Background: an optimization exercise with open tools, aiming at small area, a short achievable clock period and few clock cycles per item. Do not read the settings as production practice.
RTL that was checked went through simulation tests only; none was proved equivalent to the original.
Power is estimated from default activity; no workload was simulated.

## v6
==> module tdc_ks_add, before the edit <==
module tdc_ks_add #(parameter N = 8) (
  input  wire [N-1:0] a,
  input  wire [N-1:0] b,
  input  wire         ci,
  output wire [N-1:0] s,
  output wire [N:0]   c
);
  localparam L = 7;                     
  reg [N:0] g [0:L];
  reg [N:0] p [0:L];
  integer i, l, d;
  always @* begin
    g[0][0] = ci;
    p[0][0] = 1'b0;
    for (i = 0; i < N; i = i + 1) begin
      g[0][i+1] = a[i] & b[i];
      p[0][i+1] = a[i] ^ b[i];
    end
    d = 1;
    for (l = 1; l <= L; l = l + 1) begin
      for (i = 0; i <= N; i = i + 1) begin
        if ((i / d) % 2 == 1) begin
          g[l][i] = g[l-1][i] | (p[l-1][i] & g[l-1][(i / d) * d - 1]);
          p[l][i] = p[l-1][i] & p[l-1][(i / d) * d - 1];
        end else begin
          g[l][i] = g[l-1][i];
          p[l][i] = p[l-1][i];
        end
      end
      d = d * 2;
    end
  end
  genvar k;
  generate
    for (k = 0; k < N; k = k + 1) begin : sum
      assign s[k] = p[0][k+1] ^ g[L][k];
    end
  endgenerate
  assign c = g[L];
endmodule
Settings: LEC_CHECK=0, CAP_MARGIN=20, CORE_MARGIN=2, CORE_UTILIZATION=40, SLEW_MARGIN=20; clock period 12.0 ns.
standard.sh (not shown) runs the stock make flow with config.mk's settings and CLKGATE_MAP_FILE= SYNTH_SCRIPT=/design/flow/synth_recipe.tcl, a recipe that flattens the netlist after the stock synthesis.
==> flow/flow/run.sh <==
#!/bin/bash
set -euo pipefail
SETUP_MARGIN=${SETUP_MARGIN:-8.4}
bash standard.sh SETUP_SLACK_MARGIN=$SETUP_MARGIN \
  "BUFFER_PORTS_ARGS=-buffer_cell sky130_fd_sc_hd__buf_2" finish > run_make.log 2>&1
Looking at the reports, v6 completed the entire flow and the layout it produced met the timing, DRC and antenna checks.
For v7, these inputs were changed with respect to v6:
--- a/flow/design.v
+++ b/flow/design.v
@@ -1359,9 +1359,9 @@
     d = 1;
     for (l = 1; l <= L; l = l + 1) begin
       for (i = 0; i <= N; i = i + 1) begin
-        if ((i / d) % 2 == 1) begin
-          g[l][i] = g[l-1][i] | (p[l-1][i] & g[l-1][(i / d) * d - 1]);
-          p[l][i] = p[l-1][i] & p[l-1][(i / d) * d - 1];
+        if (i >= d) begin
+          g[l][i] = g[l-1][i] | (p[l-1][i] & g[l-1][i-d]);
+          p[l][i] = p[l-1][i] & p[l-1][i-d];
         end else begin
           g[l][i] = g[l-1][i];
           p[l][i] = p[l-1][i];
Findings:
- Looking at the reports, v7 completed the entire flow and the layout it produced met the timing, DRC and antenna checks.
- Compared to v6, v7 has final critical delay including setup and external delays 0.059 ns higher.
- Lower slew of the pin with the lowest slew margin among v6 and v7: v6
- Inverter count of the layout excluding clock inverters grows slightly when moving from v6 to v7.
- Lower switching portion of total power goes to v6 over v7.
- Via count of the first global-routing pass in v7 vs v6: up about 1.5%
- Looking at v6 and v7, the post-synthesis simple-gate area fraction is a wash.
- Looking at v6 and v7, the cell count after synthesis is a wash.
- Relative to v6, the area used by multi-input combinational logic of v7 is lower by about 0.9%.
- The master of the slowest instance on the critical path comes out sky130_fd_sc_hd__dfxtp_4 in one run and sky130_fd_sc_hd__dfxtp_1 in the other, namely in v7 and v6 respectively.
- Of v6 and v7, v7 shows the higher combinational group share of total power, with v6 below it.
- In v7, overall power after layout is higher than in v6.
- Going from v6 to v7, growth of design area from synthesis to finish now sits higher, buffer count excluding the clock tree in the final layout now sits lower, first-pass GRT wire length now sits higher.
No run of this note included a check of the RTL's function; only the layout flow was run.

--- another note on this design; it stands on its own ---

== job 7493 ==
Design tdc_le_conv, start of the top module:
module tdc_le_conv (
  input  wire        clk,
  input  wire        rst,           
  input  wire        cmd_valid,
  output wire        cmd_ready,
  input  wire [1:0]  cmd_op,        
  input  wire        cmd_interp,    
  input  wire [11:0] cmd_a,         
  input  wire [12:0] cmd_b,         
  output reg         res_valid,
  output reg         res_pair,      
  output reg         res_ok,        
  output reg         res_void,      
  output reg         res_interp,
  output reg  [11:0] res_coarse,
  output reg  [8:0]  res_fine,
  output reg  [1:0]  res_frame      
);
Size: about 6200 cells after synthesis, about 2200 flip-flops, ~0.073 mm^2 of cells after synthesis.
Settings: LEC_CHECK=0, CAP_MARGIN=20, CORE_MARGIN=2, CORE_UTILIZATION=40, CTS_CLUSTER_DIAMETER=150, CTS_CLUSTER_SIZE=24, SLEW_MARGIN=20; clock period 12.0 ns.
standard.sh (not shown) runs the stock make flow with config.mk's settings and CLKGATE_MAP_FILE= SYNTH_SCRIPT=/design/flow/synth_recipe.tcl, a recipe that flattens the netlist after the stock synthesis.
==> flow/flow/run.sh <==
#!/bin/bash
set -euo pipefail
SETUP_MARGIN=${SETUP_MARGIN:-8.4}
bash standard.sh SETUP_SLACK_MARGIN=$SETUP_MARGIN \
  "BUFFER_PORTS_ARGS=-buffer_cell sky130_fd_sc_hd__buf_2" finish > run_make.log 2>&1
Testbench counts of job 7493, summed over its fixed seeds: cycles 12,276, items 12,062.
Input-level comparison between job 3127 and job 7493:
- swapping 150 for 100 in CTS_CLUSTER_DIAMETER
- swapping 24 for 30 in CTS_CLUSTER_SIZE
[summary]
Origin of the worst setup path: p1_d[0]$_DFF_P_ -> job 7493, ready_r$_SDFF_PP1_ -> job 3127. Per the final summary, job 3127 finished and its layout is clean on timing, DRC and antenna. In the route summary, job 3127 ends up with a via count below that of job 7493. On sequential share of layout area: between job 3127 and job 7493, it ends up higher for job 3127. In the metrics for job 3127 and job 7493, the one carrying the higher worst-case reg-to-reg path depth is job 3127.
> inputs changed (job 3127 -> job 5962)
- a change of CTS_CLUSTER_DIAMETER from 100 to 150
- a change of CTS_CLUSTER_SIZE from 30 to 24
==> flow/flow/run.sh <==
#!/bin/bash
set -euo pipefail
SETUP_MARGIN=${SETUP_MARGIN:-8.55}
bash standard.sh SETUP_SLACK_MARGIN=$SETUP_MARGIN \
  "BUFFER_PORTS_ARGS=-buffer_cell sky130_fd_sc_hd__buf_2" finish > run_make.log 2>&1
[summary]
Comparing job 3127 and job 5962, sequential share of layout area is higher on job 3127. Power in the clock group in job 5962 is about 10% above job 3127. Clock input transition at the sequential cells of the worst setup and hold paths came out lower on job 5962 than on job 3127.
Relative to job 5962, the following input files were edited for job 5923:
- CTS_CLUSTER_SIZE: 24 -> unset
- CTS_CLUSTER_DIAMETER: 150 -> unset
==> flow/flow/run.sh <==
#!/bin/bash
set -euo pipefail
SETUP_MARGIN=${SETUP_MARGIN:-8.4}
bash standard.sh SETUP_SLACK_MARGIN=$SETUP_MARGIN \
  "BUFFER_PORTS_ARGS=-buffer_cell sky130_fd_sc_hd__buf_2" finish > run_make.log 2>&1
### Flow results
Diff job 5962..job 5923 | peak per-stage delay on the critical path | negligible. Proportion of power drawn by the clock network: lower on job 5962. The core of job 5923 is more densely filled than that of job 5962.

==> port drivers added, routing unchanged <==
The flow's constraints put no driver on any port. The routed layouts listed below were extracted and timed again, unchanged, in two steps. Step 1 assumes that a clkbuf_16 drives the clock port and a buf_2 every other input. Step 2, shift: input delay + t, output delay - t, t = (earliest + latest rising clock arrival at the registers) / 2. This alone moves slack from input paths to output paths. Three values: ideal, step 1, step 2; two values: the first two.
run	t (ns)	setup WS [ns]	worst setup path at the end	worst register clock-pin slew, ns
v6	0.906	8.311 / 8.225 / 8.150	input to register	0.07 / 0.07
v7	0.914	8.252 / 8.172 / 8.332	input to register	0.07 / 0.07
job 7493	0.844	8.374 / 8.296 / 7.892	input to register	0.10 / 0.10
job 3127	0.832	8.387 / 8.304 / 7.887	input to register	0.12 / 0.12
job 5962	0.856	8.364 / 8.278 / 7.911	input to register	0.11 / 0.11
job 5923	0.910	8.316 / 8.232 / 7.886	input to register	0.07 / 0.07
After both steps setup and hold are still met in every run listed. The setup slack of job 3127, which loses most, moves by -0.083 ns with the drivers and by -0.500 ns with both steps.
